This is an optimization exercise on Yosys and OpenROAD, whose aim is small area and a short achievable clock period, not a production implementation. Where RTL was checked, it was by simulation tests only, not by an equivalence proof against the original.

==> garnet: inputs <==
==> flow/design.v <==
module gx_codec_lane (
    input  wire        clk,
    input  wire        in_op,
    input  wire [30:0] in_word,
    input  wire [15:0] in_row,
    output reg  [2:0]  out_status,
    output reg  [19:0] out_data,
    output reg  [10:0] out_syn,
    output reg  [10:0] out_wk       
);
    function [4:0] gf_mul(input [4:0] a, input [4:0] b);
        reg [4:0] t;
        integer   i;
        begin
            gf_mul = 5'd0;
            t = a;
            for (i = 0; i < 5; i = i + 1) begin
                if (b[i])
                    gf_mul = gf_mul ^ t;
                t = {t[3:0], 1'b0} ^ (t[4] ? 5'b00101 : 5'b00000);
            end
        end
    endfunction
    wire [4:0] u_row = {^(in_row & 16'h8000), ^(in_row & 16'h7f80), ^(in_row & 16'h7878), ^(in_row & 16'h6666), ^(in_row & 16'h5555)};
    reg        s1_op;
    reg [30:0] s1_word;
    reg [4:0]  s1_u;
    always @(posedge clk) begin
        s1_op   <= in_op;
        s1_word <= in_op ? in_word : {11'd0, in_word[19:0], 10'd0};
        s1_u    <= u_row;
    end
    wire [19:0] d  = s1_word[29:10];
    wire [9:0]  kr = s1_word[9:0];
    wire [34:0] x  = {s1_u, d, kr};
    wire        s0 = ^s1_word;
    wire        xp = ^{d, kr};
    wire [9:0]  r;
    wire [4:0]  s1, s3;
    wire [9:0] s13;
    wire ls_35 = x[15] ^ x[26];
    wire ls_36 = x[5] ^ x[8];
    wire ls_37 = x[24] ^ ls_35;
    wire ls_38 = x[14] ^ x[16];
    wire ls_39 = x[28] ^ ls_37;
    wire ls_40 = x[18] ^ x[27];
    wire ls_41 = x[25] ^ x[29];
    wire ls_42 = x[11] ^ x[23];
    wire ls_43 = x[13] ^ x[20];
    wire ls_44 = x[9] ^ ls_38;
    wire ls_45 = x[19] ^ ls_36;
    wire ls_46 = x[7] ^ x[22];
    wire ls_47 = x[12] ^ ls_42;
    wire ls_48 = x[4] ^ x[17];
    wire ls_49 = x[21] ^ ls_44;
    wire ls_50 = ls_39 ^ ls_46;
    wire ls_51 = x[3] ^ x[33];
    wire ls_52 = x[2] ^ ls_43;
    wire ls_53 = ls_45 ^ ls_50;
    wire ls_54 = ls_36 ^ ls_41;
    wire ls_55 = x[34] ^ ls_40;
    wire ls_56 = x[6] ^ x[19];
    wire ls_57 = x[13] ^ ls_48;
    wire ls_58 = x[1] ^ x[9];
    wire ls_59 = ls_39 ^ ls_56;
    wire ls_60 = ls_35 ^ ls_54;
    wire ls_61 = x[30] ^ x[32];
    wire ls_62 = x[14] ^ ls_47;
    wire ls_63 = x[17] ^ ls_40;
    wire ls_64 = x[6] ^ ls_49;
    wire ls_65 = x[23] ^ ls_41;
    wire ls_66 = x[10] ^ ls_51;
    wire ls_67 = x[12] ^ ls_43;
    wire ls_68 = x[25] ^ ls_57;
    wire ls_69 = ls_45 ^ ls_55;
    wire ls_70 = x[15] ^ x[24];
    wire ls_71 = x[22] ^ ls_38;
    wire ls_72 = ls_66 ^ ls_69;
    wire ls_73 = x[27] ^ ls_70;
    wire ls_74 = x[3] ^ ls_73;
    wire ls_75 = ls_61 ^ ls_69;
    wire ls_76 = ls_64 ^ ls_67;
    wire ls_77 = x[10] ^ ls_71;
    wire ls_78 = x[16] ^ ls_58;
    wire ls_79 = x[0] ^ ls_59;
    wire ls_80 = x[5] ^ x[31];
    wire ls_81 = ls_74 ^ ls_76;
    wire ls_82 = x[0] ^ ls_42;
    wire ls_83 = x[7] ^ x[32];
    wire ls_84 = ls_52 ^ ls_62;
    wire ls_85 = x[33] ^ ls_80;
    wire ls_86 = ls_44 ^ ls_85;
    wire ls_87 = ls_63 ^ ls_78;
    wire ls_88 = ls_53 ^ ls_66;
    wire ls_89 = ls_59 ^ ls_87;
    wire ls_90 = x[29] ^ ls_67;
    wire ls_91 = ls_58 ^ ls_83;
    wire ls_92 = x[18] ^ ls_48;
    wire ls_93 = x[26] ^ ls_72;
    wire ls_94 = ls_60 ^ ls_82;
    wire ls_95 = ls_65 ^ ls_81;
    wire ls_96 = ls_77 ^ ls_94;
    wire ls_97 = ls_60 ^ ls_91;
    wire ls_98 = x[8] ^ ls_95;
    wire ls_99 = x[18] ^ ls_86;
    wire ls_100 = ls_52 ^ ls_92;
    wire ls_101 = ls_63 ^ ls_96;
    wire ls_102 = ls_90 ^ ls_99;
    wire ls_103 = ls_97 ^ ls_100;
    wire ls_104 = ls_65 ^ ls_88;
    wire ls_105 = ls_53 ^ ls_84;
    wire ls_106 = x[28] ^ ls_62;
    wire ls_107 = x[2] ^ ls_93;
    wire ls_108 = ls_49 ^ ls_50;
    wire ls_109 = x[16] ^ ls_104;
    wire ls_110 = x[10] ^ ls_68;
    wire ls_111 = x[4] ^ ls_107;
    wire ls_112 = ls_108 ^ ls_110;
    wire ls_113 = x[31] ^ ls_61;
    wire ls_114 = ls_51 ^ ls_103;
    wire ls_115 = x[15] ^ ls_75;
    wire ls_116 = ls_68 ^ ls_106;
    wire ls_117 = ls_64 ^ ls_111;
    wire ls_118 = ls_79 ^ ls_102;
    wire ls_119 = ls_47 ^ ls_89;
    wire ls_120 = ls_109 ^ ls_113;
    wire ls_121 = ls_115 ^ ls_116;
    assign s13 = {ls_120, ls_114, ls_121, ls_117, ls_118, ls_112, ls_98, ls_105, ls_119, ls_101};
    assign s1 = s13[4:0];
    assign s3 = s13[9:5];
    wire lr_10 = s13[0] ^ s13[5];
    wire lr_11 = s13[3] ^ lr_10;
    wire lr_12 = s13[4] ^ s13[8];
    wire lr_13 = s13[7] ^ s13[9];
    wire lr_14 = s13[1] ^ lr_12;
    wire lr_15 = s13[6] ^ lr_14;
    wire lr_16 = s13[2] ^ s13[6];
    wire lr_17 = s13[2] ^ s13[9];
    wire lr_18 = lr_11 ^ lr_13;
    wire lr_19 = lr_13 ^ lr_16;
    wire lr_20 = lr_10 ^ lr_17;
    wire lr_21 = s13[4] ^ lr_11;
    wire lr_22 = s13[4] ^ lr_18;
    wire lr_23 = lr_15 ^ lr_18;
    wire lr_24 = lr_16 ^ lr_21;
    wire lr_25 = s13[7] ^ lr_15;
    wire lr_26 = s13[1] ^ lr_19;
    wire lr_27 = lr_10 ^ lr_19;
    wire lr_28 = lr_14 ^ lr_20;
    wire lr_29 = s13[0] ^ lr_25;
    wire lr_30 = lr_11 ^ lr_17;
    assign r = {lr_22, lr_27, lr_23, lr_24, lr_28, lr_15, lr_11, lr_30, lr_26, lr_29};
    reg [4:0] inv3;                           
    always @* begin
        case (s1)
            5'd0: inv3 = 5'd0;
            5'd1: inv3 = 5'd1;
            5'd2: inv3 = 5'd22;
            5'd3: inv3 = 5'd13;
            5'd4: inv3 = 5'd25;
            5'd5: inv3 = 5'd27;
            5'd6: inv3 = 5'd5;
            5'd7: inv3 = 5'd9;
            5'd8: inv3 = 5'd21;
            5'd9: inv3 = 5'd10;
            5'd10: inv3 = 5'd28;
            5'd11: inv3 = 5'd14;
            5'd12: inv3 = 5'd4;
            5'd13: inv3 = 5'd20;
            5'd14: inv3 = 5'd23;
            5'd15: inv3 = 5'd30;
            5'd16: inv3 = 5'd6;
            5'd17: inv3 = 5'd2;
            5'd18: inv3 = 5'd8;
            5'd19: inv3 = 5'd7;
            5'd20: inv3 = 5'd17;
            5'd21: inv3 = 5'd11;
            5'd22: inv3 = 5'd26;
            5'd23: inv3 = 5'd31;
            5'd24: inv3 = 5'd18;
            5'd25: inv3 = 5'd3;
            5'd26: inv3 = 5'd16;
            5'd27: inv3 = 5'd29;
            5'd28: inv3 = 5'd15;
            5'd29: inv3 = 5'd12;
            5'd30: inv3 = 5'd24;
            5'd31: inv3 = 5'd19;
            default: inv3 = 5'd0;
        endcase
    end
    wire [4:0]  q   = gf_mul(s3, inv3);
    wire [4:0]  t   = q ^ 5'd1;
    wire        trt = ^(t & 5'h09);
    wire [4:0]  y   = {^(t & 5'h08), ^(t & 5'h16), ^(t & 5'h18), ^(t & 5'h14), ^(t & 5'h00)};
    wire [4:0]  x1  = gf_mul(s1, y);
    wire [4:0]  x2  = x1 ^ s1;
    wire [30:0] h;                            
    assign h[0] = (x1 == 5'd1) | (x2 == 5'd1);
    assign h[1] = (x1 == 5'd2) | (x2 == 5'd2);
    assign h[2] = (x1 == 5'd4) | (x2 == 5'd4);
    assign h[3] = (x1 == 5'd8) | (x2 == 5'd8);
    assign h[4] = (x1 == 5'd16) | (x2 == 5'd16);
    assign h[5] = (x1 == 5'd5) | (x2 == 5'd5);
    assign h[6] = (x1 == 5'd10) | (x2 == 5'd10);
    assign h[7] = (x1 == 5'd20) | (x2 == 5'd20);
    assign h[8] = (x1 == 5'd13) | (x2 == 5'd13);
    assign h[9] = (x1 == 5'd26) | (x2 == 5'd26);
    assign h[10] = (x1 == 5'd17) | (x2 == 5'd17);
    assign h[11] = (x1 == 5'd7) | (x2 == 5'd7);
    assign h[12] = (x1 == 5'd14) | (x2 == 5'd14);
    assign h[13] = (x1 == 5'd28) | (x2 == 5'd28);
    assign h[14] = (x1 == 5'd29) | (x2 == 5'd29);
    assign h[15] = (x1 == 5'd31) | (x2 == 5'd31);
    assign h[16] = (x1 == 5'd27) | (x2 == 5'd27);
    assign h[17] = (x1 == 5'd19) | (x2 == 5'd19);
    assign h[18] = (x1 == 5'd3) | (x2 == 5'd3);
    assign h[19] = (x1 == 5'd6) | (x2 == 5'd6);
    assign h[20] = (x1 == 5'd12) | (x2 == 5'd12);
    assign h[21] = (x1 == 5'd24) | (x2 == 5'd24);
    assign h[22] = (x1 == 5'd21) | (x2 == 5'd21);
    assign h[23] = (x1 == 5'd15) | (x2 == 5'd15);
    assign h[24] = (x1 == 5'd30) | (x2 == 5'd30);
    assign h[25] = (x1 == 5'd25) | (x2 == 5'd25);
    assign h[26] = (x1 == 5'd23) | (x2 == 5'd23);
    assign h[27] = (x1 == 5'd11) | (x2 == 5'd11);
    assign h[28] = (x1 == 5'd22) | (x2 == 5'd22);
    assign h[29] = (x1 == 5'd9) | (x2 == 5'd9);
    assign h[30] = (x1 == 5'd18) | (x2 == 5'd18);
    wire z1   = (s1 == 5'd0);
    wire s3z  = (s3 == 5'd0);
    wire eq   = (q == 5'd1);                  
    wire corr = s1_op & ~z1 & ~trt & ~h[30] & (eq | ~s0);
    wire good = z1 & s3z;                     
    reg [2:0] status;
    always @* begin
        if (corr)
            status = (eq & s0) ? 3'd1 : 3'd2;
        else if (good)
            status = s0 ? 3'd1 : 3'd0;
        else if (z1 & s0 & (s3 == 5'b00100))
            status = 3'd4;
        else
            status = 3'd3;
    end
    wire [9:0] k_nc = s1_op ? (kr ^ ({10{~good}} & (r ^ 10'h383))) : r;
    wire       p_nc = s1_op ? (s1_word[30] ^ s0 ^ (~good & ^r)) : (xp ^ ^r);
    wire [9:0] k_c  = kr ^ h[9:0];
    wire       p_c  = s1_word[30] ^ s0 ^ eq;
    always @(posedge clk) begin
        out_status <= status;
        out_data   <= corr ? d ^ h[29:10] : d;
        out_syn    <= {s0, s1, s3};
        out_wk     <= corr ? {p_c, k_c} : {p_nc, k_nc};
    end
endmodule
module gx_word_codec #(
    parameter LANES = 4
) (
    input  wire                 clk,
    input  wire                 rst,           
    input  wire                 in_valid,
    input  wire [LANES-1:0]     in_op,         
    input  wire [31*LANES-1:0]  in_word,
    input  wire [16*LANES-1:0]  in_row,
    output reg                  out_valid,
    output wire [3*LANES-1:0]   out_status,
    output wire [20*LANES-1:0]  out_data,
    output wire [11*LANES-1:0]  out_syn,
    output wire [31*LANES-1:0]  out_word
);
    reg s1_valid;
    always @(posedge clk) begin
        if (rst) begin
            s1_valid  <= 1'b0;
            out_valid <= 1'b0;
        end else begin
            s1_valid  <= in_valid;
            out_valid <= s1_valid;
        end
    end
    genvar n;
    generate
        for (n = 0; n < LANES; n = n + 1) begin : g_lane
            wire [10:0] wk;
            gx_codec_lane u_lane (
                .clk        (clk),
                .in_op      (in_op[n]),
                .in_word    (in_word[31*n +: 31]),
                .in_row     (in_row[16*n +: 16]),
                .out_status (out_status[3*n +: 3]),
                .out_data   (out_data[20*n +: 20]),
                .out_syn    (out_syn[11*n +: 11]),
                .out_wk     (wk)
            );
            assign out_word[31*n +: 31] = {wk[10], out_data[20*n +: 20], wk[9:0]};
        end
    endgenerate
endmodule
==> flow/flow/run.sh <==
#!/bin/bash
# Layout: the standard flow (standard.sh) with two changes:
#  - the port buffers are sky130_fd_sc_hd__buf_1 cells (one per port, as
#    standard) rather than the delay buffer buffer_ports picks by default;
#  - timing repair aims for SETUP_MARGIN ns of setup slack, so that it also
#    works on the period the design achieves. The clock, the period and the
#    I/O constraints are the standard flow's, unchanged.
set -euo pipefail
cd "$(dirname "$0")/.."
SETUP_MARGIN=$(cat flow/setup_margin)
bash standard.sh synth > flow_synth.log 2>&1
bash standard.sh "BUFFER_PORTS_ARGS=-buffer_cell sky130_fd_sc_hd__buf_1" \
    "SETUP_SLACK_MARGIN=$SETUP_MARGIN" finish > flow_layout.log 2>&1
==> flow/flow/setup_margin <==
19.0
==> flow/standard.sh <==
#!/bin/bash
# synth_recipe.tcl (not shown) runs the flow's synth.tcl, then flattens the netlist and writes it again
# the make line also repeats each setting of config.mk as NAME=value (left out here)
make -C /OpenROAD-flow-scripts/flow DESIGN_CONFIG=/design/flow/config.mk WORK_HOME=/design/flow/orfs CLKGATE_MAP_FILE= SYNTH_SCRIPT=/design/flow/synth_recipe.tcl "${@:-finish}"
==> flow/config.mk <==
export PLATFORM = sky130hd
export DESIGN_NAME = gx_word_codec
export DESIGN_NICKNAME = gx_word_codec
export VERILOG_FILES = /design/flow/design.v
export SDC_FILE = /design/flow/constraint.sdc
export NUM_CORES = 4
export LEC_CHECK = 0
export CAP_MARGIN = 20
export CORE_MARGIN = 2
export CORE_UTILIZATION = 40
export SLEW_MARGIN = 20
==> flow/constraint.sdc <==
create_clock -name core_clock -period 26.0 [get_ports {clk}]
set_input_delay 5.2000 -clock core_clock [delete_from_list [all_inputs] [get_ports {clk}]]
set_output_delay 5.2000 -clock core_clock [all_outputs]
set_load 0.01 [all_outputs]
==> inputs of tundra, as changes to garnet <==
--- a/flow/design.v
+++ b/flow/design.v
@@ -37,117 +37,5 @@
     wire        xp = ^{d, kr};
-    wire [9:0]  r;
-    wire [4:0]  s1, s3;
-    wire [9:0] s13;
-    wire ls_35 = x[15] ^ x[26];
-    wire ls_36 = x[5] ^ x[8];
-    wire ls_37 = x[24] ^ ls_35;
-    wire ls_38 = x[14] ^ x[16];
-    wire ls_39 = x[28] ^ ls_37;
-    wire ls_40 = x[18] ^ x[27];
-    wire ls_41 = x[25] ^ x[29];
-    wire ls_42 = x[11] ^ x[23];
-    wire ls_43 = x[13] ^ x[20];
-    wire ls_44 = x[9] ^ ls_38;
-    wire ls_45 = x[19] ^ ls_36;
-    wire ls_46 = x[7] ^ x[22];
-    wire ls_47 = x[12] ^ ls_42;
-    wire ls_48 = x[4] ^ x[17];
-    wire ls_49 = x[21] ^ ls_44;
-    wire ls_50 = ls_39 ^ ls_46;
-    wire ls_51 = x[3] ^ x[33];
-    wire ls_52 = x[2] ^ ls_43;
-    wire ls_53 = ls_45 ^ ls_50;
-    wire ls_54 = ls_36 ^ ls_41;
-    wire ls_55 = x[34] ^ ls_40;
-    wire ls_56 = x[6] ^ x[19];
-    wire ls_57 = x[13] ^ ls_48;
-    wire ls_58 = x[1] ^ x[9];
-    wire ls_59 = ls_39 ^ ls_56;
-    wire ls_60 = ls_35 ^ ls_54;
-    wire ls_61 = x[30] ^ x[32];
-    wire ls_62 = x[14] ^ ls_47;
-    wire ls_63 = x[17] ^ ls_40;
-    wire ls_64 = x[6] ^ ls_49;
-    wire ls_65 = x[23] ^ ls_41;
-    wire ls_66 = x[10] ^ ls_51;
-    wire ls_67 = x[12] ^ ls_43;
-    wire ls_68 = x[25] ^ ls_57;
-    wire ls_69 = ls_45 ^ ls_55;
-    wire ls_70 = x[15] ^ x[24];
-    wire ls_71 = x[22] ^ ls_38;
-    wire ls_72 = ls_66 ^ ls_69;
-    wire ls_73 = x[27] ^ ls_70;
-    wire ls_74 = x[3] ^ ls_73;
-    wire ls_75 = ls_61 ^ ls_69;
-    wire ls_76 = ls_64 ^ ls_67;
-    wire ls_77 = x[10] ^ ls_71;
-    wire ls_78 = x[16] ^ ls_58;
-    wire ls_79 = x[0] ^ ls_59;
-    wire ls_80 = x[5] ^ x[31];
-    wire ls_81 = ls_74 ^ ls_76;
-    wire ls_82 = x[0] ^ ls_42;
-    wire ls_83 = x[7] ^ x[32];
-    wire ls_84 = ls_52 ^ ls_62;
-    wire ls_85 = x[33] ^ ls_80;
-    wire ls_86 = ls_44 ^ ls_85;
-    wire ls_87 = ls_63 ^ ls_78;
-    wire ls_88 = ls_53 ^ ls_66;
-    wire ls_89 = ls_59 ^ ls_87;
-    wire ls_90 = x[29] ^ ls_67;
-    wire ls_91 = ls_58 ^ ls_83;
-    wire ls_92 = x[18] ^ ls_48;
-    wire ls_93 = x[26] ^ ls_72;
-    wire ls_94 = ls_60 ^ ls_82;
-    wire ls_95 = ls_65 ^ ls_81;
-    wire ls_96 = ls_77 ^ ls_94;
-    wire ls_97 = ls_60 ^ ls_91;
-    wire ls_98 = x[8] ^ ls_95;
-    wire ls_99 = x[18] ^ ls_86;
-    wire ls_100 = ls_52 ^ ls_92;
-    wire ls_101 = ls_63 ^ ls_96;
-    wire ls_102 = ls_90 ^ ls_99;
-    wire ls_103 = ls_97 ^ ls_100;
-    wire ls_104 = ls_65 ^ ls_88;
-    wire ls_105 = ls_53 ^ ls_84;
-    wire ls_106 = x[28] ^ ls_62;
-    wire ls_107 = x[2] ^ ls_93;
-    wire ls_108 = ls_49 ^ ls_50;
-    wire ls_109 = x[16] ^ ls_104;
-    wire ls_110 = x[10] ^ ls_68;
-    wire ls_111 = x[4] ^ ls_107;
-    wire ls_112 = ls_108 ^ ls_110;
-    wire ls_113 = x[31] ^ ls_61;
-    wire ls_114 = ls_51 ^ ls_103;
-    wire ls_115 = x[15] ^ ls_75;
-    wire ls_116 = ls_68 ^ ls_106;
-    wire ls_117 = ls_64 ^ ls_111;
-    wire ls_118 = ls_79 ^ ls_102;
-    wire ls_119 = ls_47 ^ ls_89;
-    wire ls_120 = ls_109 ^ ls_113;
-    wire ls_121 = ls_115 ^ ls_116;
-    assign s13 = {ls_120, ls_114, ls_121, ls_117, ls_118, ls_112, ls_98, ls_105, ls_119, ls_101};
-    assign s1 = s13[4:0];
-    assign s3 = s13[9:5];
-    wire lr_10 = s13[0] ^ s13[5];
-    wire lr_11 = s13[3] ^ lr_10;
-    wire lr_12 = s13[4] ^ s13[8];
-    wire lr_13 = s13[7] ^ s13[9];
-    wire lr_14 = s13[1] ^ lr_12;
-    wire lr_15 = s13[6] ^ lr_14;
-    wire lr_16 = s13[2] ^ s13[6];
-    wire lr_17 = s13[2] ^ s13[9];
-    wire lr_18 = lr_11 ^ lr_13;
-    wire lr_19 = lr_13 ^ lr_16;
-    wire lr_20 = lr_10 ^ lr_17;
-    wire lr_21 = s13[4] ^ lr_11;
-    wire lr_22 = s13[4] ^ lr_18;
-    wire lr_23 = lr_15 ^ lr_18;
-    wire lr_24 = lr_16 ^ lr_21;
-    wire lr_25 = s13[7] ^ lr_15;
-    wire lr_26 = s13[1] ^ lr_19;
-    wire lr_27 = lr_10 ^ lr_19;
-    wire lr_28 = lr_14 ^ lr_20;
-    wire lr_29 = s13[0] ^ lr_25;
-    wire lr_30 = lr_11 ^ lr_17;
-    assign r = {lr_22, lr_27, lr_23, lr_24, lr_28, lr_15, lr_11, lr_30, lr_26, lr_29};
+    wire [9:0]  r  = {^(x & 35'h40a4f5600), ^(x & 35'h22f68fd00), ^(x & 35'h13dfb2880), ^(x & 35'h4befd9440), ^(x & 35'h255319c20), ^(x & 35'h520d79810), ^(x & 35'h2b06bcc08), ^(x & 35'h1527ab004), ^(x & 35'h0a93d5802), ^(x & 35'h0549eac01)};
+    wire [4:0]  s1 = {^(x & 35'h01763e690), ^(x & 35'h02bb1f348), ^(x & 35'h015d8f9a4), ^(x & 35'h01d8f9a42), ^(x & 35'h02ec7cd21)};
+    wire [4:0]  s3 = {^(x & 35'h3f7c985a8), ^(x & 35'h32616a3be), ^(x & 35'h55a8ef930), ^(x & 35'h60c2d477c), ^(x & 35'h2b51df261)};
     reg [4:0] inv3;                           
@@ -233,2 +121,4 @@
     wire good = z1 & s3z;                     
+    wire uncp = ~corr & ~good;                
+    wire [29:0] flip = h[29:0] & {30{corr}};
     reg [2:0] status;
@@ -244,11 +134,11 @@
     end
-    wire [9:0] k_nc = s1_op ? (kr ^ ({10{~good}} & (r ^ 10'h383))) : r;
-    wire       p_nc = s1_op ? (s1_word[30] ^ s0 ^ (~good & ^r)) : (xp ^ ^r);
-    wire [9:0] k_c  = kr ^ h[9:0];
-    wire       p_c  = s1_word[30] ^ s0 ^ eq;
+    wire [9:0] k_dec = kr ^ flip[9:0] ^ ({10{uncp}} & (r ^ 10'h383));
+    wire       p_dec = s1_word[30] ^ s0 ^ (corr & eq) ^ (uncp & ^r);
+    wire [9:0] k_out = s1_op ? k_dec : r;
+    wire       p_out = s1_op ? p_dec : (xp ^ ^r);
     always @(posedge clk) begin
         out_status <= status;
-        out_data   <= corr ? d ^ h[29:10] : d;
+        out_data   <= d ^ flip[29:10];
         out_syn    <= {s0, s1, s3};
-        out_wk     <= corr ? {p_c, k_c} : {p_nc, k_nc};
+        out_wk     <= {p_out, k_out};
     end
==> flow/run.sh (new file) <==
#!/bin/bash
# synth_recipe.tcl (not shown) runs the flow's synth.tcl, then flattens the netlist and writes it again
# the make line also repeats each setting of config.mk as NAME=value (left out here)
make -C /OpenROAD-flow-scripts/flow DESIGN_CONFIG=/design/flow/config.mk WORK_HOME=/design/flow/orfs CLKGATE_MAP_FILE= SYNTH_SCRIPT=/design/flow/synth_recipe.tcl finish
removed: flow/flow/run.sh
removed: flow/flow/setup_margin
removed: flow/standard.sh
==> impl_results.md <==
* Total wire length after detailed routing at 82140 µm
* Metal-1 WL at 35220 µm
* Status: no timing/DRC/antenna violations
* Commonest cells in the netlist: xnor2_1 (504), dfxtp_1 (330), nand2_1 (226)
(the above is from garnet)
==> impl_results.md <==
* WL per Instance at 20.61 µm
* Status: no timing/DRC/antenna violations
* Required @ worst endpoint at 26410 ps
* Total wire length after detailed routing at 88780 µm
* Met2 track demand over resource at 0.3850
* Metal-1 WL at 39780 µm
* Commonest cells in the netlist: xnor2_1 (605), dfxtp_1 (330), nor2_1 (239)
* Hold path start: s1_valid
(the above is from tundra)
For tundra, only the layout was checked, not whether the RTL still works.

## port drivers added, routing unchanged
Ports are ideal in the flow. The routed layouts listed here were re-timed in OpenROAD.
Step 1 assumes that a clkbuf_16 drives the clock port and a buf_2 every other input.
Step 2 moves the port delays by t, midway between the first and last clock arrival at a register: inputs arrive t later, outputs are due t later. That takes back most of the time a late clock gives input paths.
a / b / c = ideal ports / drivers / drivers and shift; a / b = the first two.
run | t, ns | slack for setup (ns) | slew at the worst register clock pin (ns)
garnet | 0.613 | 19.207 / 19.207 / 19.207 | 0.06 / 0.06
tundra | 0.620 | 16.973 / 16.973 / 16.973 | 0.07 / 0.07
After both steps every run listed still meets setup and hold.
